Context: an optimization exercise on an open-source flow, tuned for small area, a short achievable clock period and few clock cycles. The choices shown serve that exercise and are no tape-out recipe. In this exercise RTL edits were held to simulation tests only and were not proved equivalent to the original.

Setup of v44:
Design kk7_combiner, start of the top module:
module kk7_combiner (
    input  wire         clk,
    input  wire         rst,
    input  wire         in_valid,
    output wire         in_ready,
    input  wire [31:0]  in_y,        
    input  wire         in_acc,      
    input  wire         in_ofmt,     
    input  wire         in_align,    
    input  wire         in_nan,      
    input  wire [199:0] in_s,        
    input  wire [63:0]  in_code,     
    input  wire [79:0]  in_ea,       
    output wire         out_valid,
    input  wire         out_ready,
    output wire [31:0]  out_y,
    output wire         out_ovf      
);
Size in the first run: roughly 5000 cells after synthesis, roughly 420 I/O pins, about 30000 um2 of cells after synthesis.
==> flow/config.mk <==
export PLATFORM = sky130hd
export DESIGN_NAME = kk7_combiner
export DESIGN_NICKNAME = kk7_combiner
export VERILOG_FILES = /design/flow/design.v
export SDC_FILE = /design/flow/constraint.sdc
export NUM_CORES = 4
export LEC_CHECK = 0
export ABC_AREA = 1
export CAP_MARGIN = 20
export CORE_MARGIN = 2
export CORE_UTILIZATION = 40
export SLEW_MARGIN = 20
export TNS_END_PERCENT = 0
==> flow/constraint.sdc <==
create_clock -name core_clock -period 38.0 [get_ports {clk}]
set_input_delay 7.6000 -clock core_clock [delete_from_list [all_inputs] [get_ports {clk}]]
set_output_delay 7.6000 -clock core_clock [all_outputs]
set_load 0.01 [all_outputs]
standard.sh (not shown) runs the stock make flow with config.mk's settings and CLKGATE_MAP_FILE= SYNTH_SCRIPT=/design/flow/synth_recipe.tcl, a recipe that flattens the netlist after the stock synthesis.
==> flow/flow/run.sh <==
#!/bin/bash
# Standard layout: every port buffered with buf_1, and timing repair asked to
# aim well below the clock period.
bash standard.sh SETUP_SLACK_MARGIN=27.5 "BUFFER_PORTS_ARGS=-buffer_cell sky130_fd_sc_hd__buf_1" finish > standard.log 2>&1
v44 went all the way through synthesis, placement and routing and the layout is clean on timing, DRC and antenna.
Testbench counts of v44, summed over its fixed seeds: cycles 32,572.
What v12 does differently from v44 at the input level:
- TNS_END_PERCENT removed (was 0)
==> flow/flow/run.sh <==
#!/bin/bash
# Standard layout, with timing repair asked to aim well below the clock period.
bash standard.sh SETUP_SLACK_MARGIN=27.5 finish > standard.log 2>&1
--- outcome ---
v44 -> v12: maximum number of pins on one net before global-route repair delta 0, exact match
As far as via count normalized by instance count is concerned, v44 and v12 perform about the same.
Setup slack: v12 less than v44
In the metrics for v12 and v44, the one carrying the lower count of placed standard cells in the final layout, fillers left out is v44.
v12 vs v44 — number of nets in the layout climbed slightly
Compared with v44, total routed wire length on the met1 layer in v12 increased by a few percent.
Sequential share of layout area: v12 lower than v44
Relative to v12, the following input files were edited for v32:
- TNS_END_PERCENT: unset -> 20
==> flow/flow/run.sh <==
#!/bin/bash
# Standard layout: every port buffered with buf_1, and timing repair asked to
# aim well below the clock period.
bash standard.sh SETUP_SLACK_MARGIN=27.5 "BUFFER_PORTS_ARGS=-buffer_cell sky130_fd_sc_hd__buf_1" finish > standard.log 2>&1
Notes after the runs:
Post-layout utilization of the core: lower on v32
Comparing v32 against v12, there is no change at all in synthesized area.
Summary: design area, v32 better than v12
Total wirelength of the detailed-routed design, v12 and v32: higher on v12
In the flow results for v12 and v32, the number of non-clock buffers is smaller on v32.
Of v12 and v32, v32 shows the higher achievable clock frequency, with v12 below it.
What v49 does differently from v32 at the input level:
- clearing TNS_END_PERCENT, which used to be 20
==> flow/flow/run.sh <==
#!/bin/bash
# Standard layout: every port buffered with buf_1, and timing repair asked to
# aim well below the clock period.
bash standard.sh SETUP_SLACK_MARGIN=27 "BUFFER_PORTS_ARGS=-buffer_cell sky130_fd_sc_hd__buf_1" finish > standard.log 2>&1
Notes after the runs:
Delay of the slowest cell on the worst path for v49: 0.20 ns up relative to v32. Sequential cell count of the final layout: v32 vs v49 identical. v49 ends up with a first-pass GRT wire length that is about 0.8% lower than in v32.
Here is what was changed in the inputs of v25 compared with v49.
==> flow/flow/run.sh <==
#!/bin/bash
# Standard layout, with timing repair asked to aim well below the clock period.
bash standard.sh SETUP_SLACK_MARGIN=28.5 finish > standard.log 2>&1
## What came out
v49 | stages: all done | timing, DRC, antenna: all pass
The flow did not stop early for v25: all stages ran, and the layout cleared the timing, design-rule and antenna checks.
Against v49 as the reference, v25 delivers a higher worst setup slack.
Count of cells along the worst register-to-register path, v25 and v49, higher one = v25.
Compared with v49, v25 shows a higher first-iteration DRC count.
Top metal layer carrying routed signals = met4: v49; top metal layer carrying routed signals = met5: v25
v49 → v25: share of layout cells above drive strength 1 went up; global-route usage went up 2.3 points; global routing met1 resource utilization climbed 2.1 points; fill cell instance count of the final layout went down.
#### Input delta (v23 over v25)
==> flow/flow/run.sh <==
#!/bin/bash
# Standard layout: every port buffered with buf_1, and timing repair asked to
# aim well below the clock period.
bash standard.sh SETUP_SLACK_MARGIN=27.5 "BUFFER_PORTS_ARGS=-buffer_cell sky130_fd_sc_hd__buf_1" finish > standard.log 2>&1
[summary]
- Wire: v23 routes less than v25
- Compared with v25, in v23 area added between synthesis and finish saw a decrease, count of cells along the worst register-to-register path saw a decrease.

re-timing with driven ports:
No port has a modelled driver above. Below, the same layouts with a new extraction and two added sets of constraints.
Step 1 assumes that a clkbuf_16 drives the clock port and a buf_2 every other input.
Step 2 also shifts input and output timing later by t, the mid clock arrival at the registers, as if the neighbouring blocks saw the same clock.
a / b / c = ideal ports / drivers / drivers and shift; a / b = the first two.
| run | t, ns | setup slack, ns | hold WS [ns] | latest minus earliest clock arrival (ns) | worst slew at a driven data input, ns |
|---|---|---|---|---|---|
| v44 | 0.631 | 28.028 / 28.028 / 27.774 | 0.335 / 0.335 / 0.335 | 0.017 / 0.017 | 0.16 |
| v12 | 0.620 | 27.955 / 27.979 / 27.359 | 0.330 / 0.330 / 0.330 | 0.030 / 0.030 | 0.16 |
| v32 | 0.635 | 28.084 / 28.084 / 27.781 | 0.335 / 0.335 / 0.335 | 0.016 / 0.015 | 0.16 |
| v49 | 0.632 | 27.747 / 27.747 / 27.747 | 0.335 / 0.335 / 0.335 | 0.018 / 0.018 | 0.16 |
| v25 | 0.619 | 28.193 / 28.193 / 28.037 | 0.332 / 0.332 / 0.332 | 0.033 / 0.033 | 0.16 |
| v23 | 0.632 | 28.091 / 28.091 / 27.785 | 0.335 / 0.335 / 0.335 | 0.013 / 0.014 | 0.16 |
After both steps every run listed still meets setup and hold. The setup slack of v12, which loses most, moves by +0.024 ns with the drivers and by -0.596 ns with both steps.
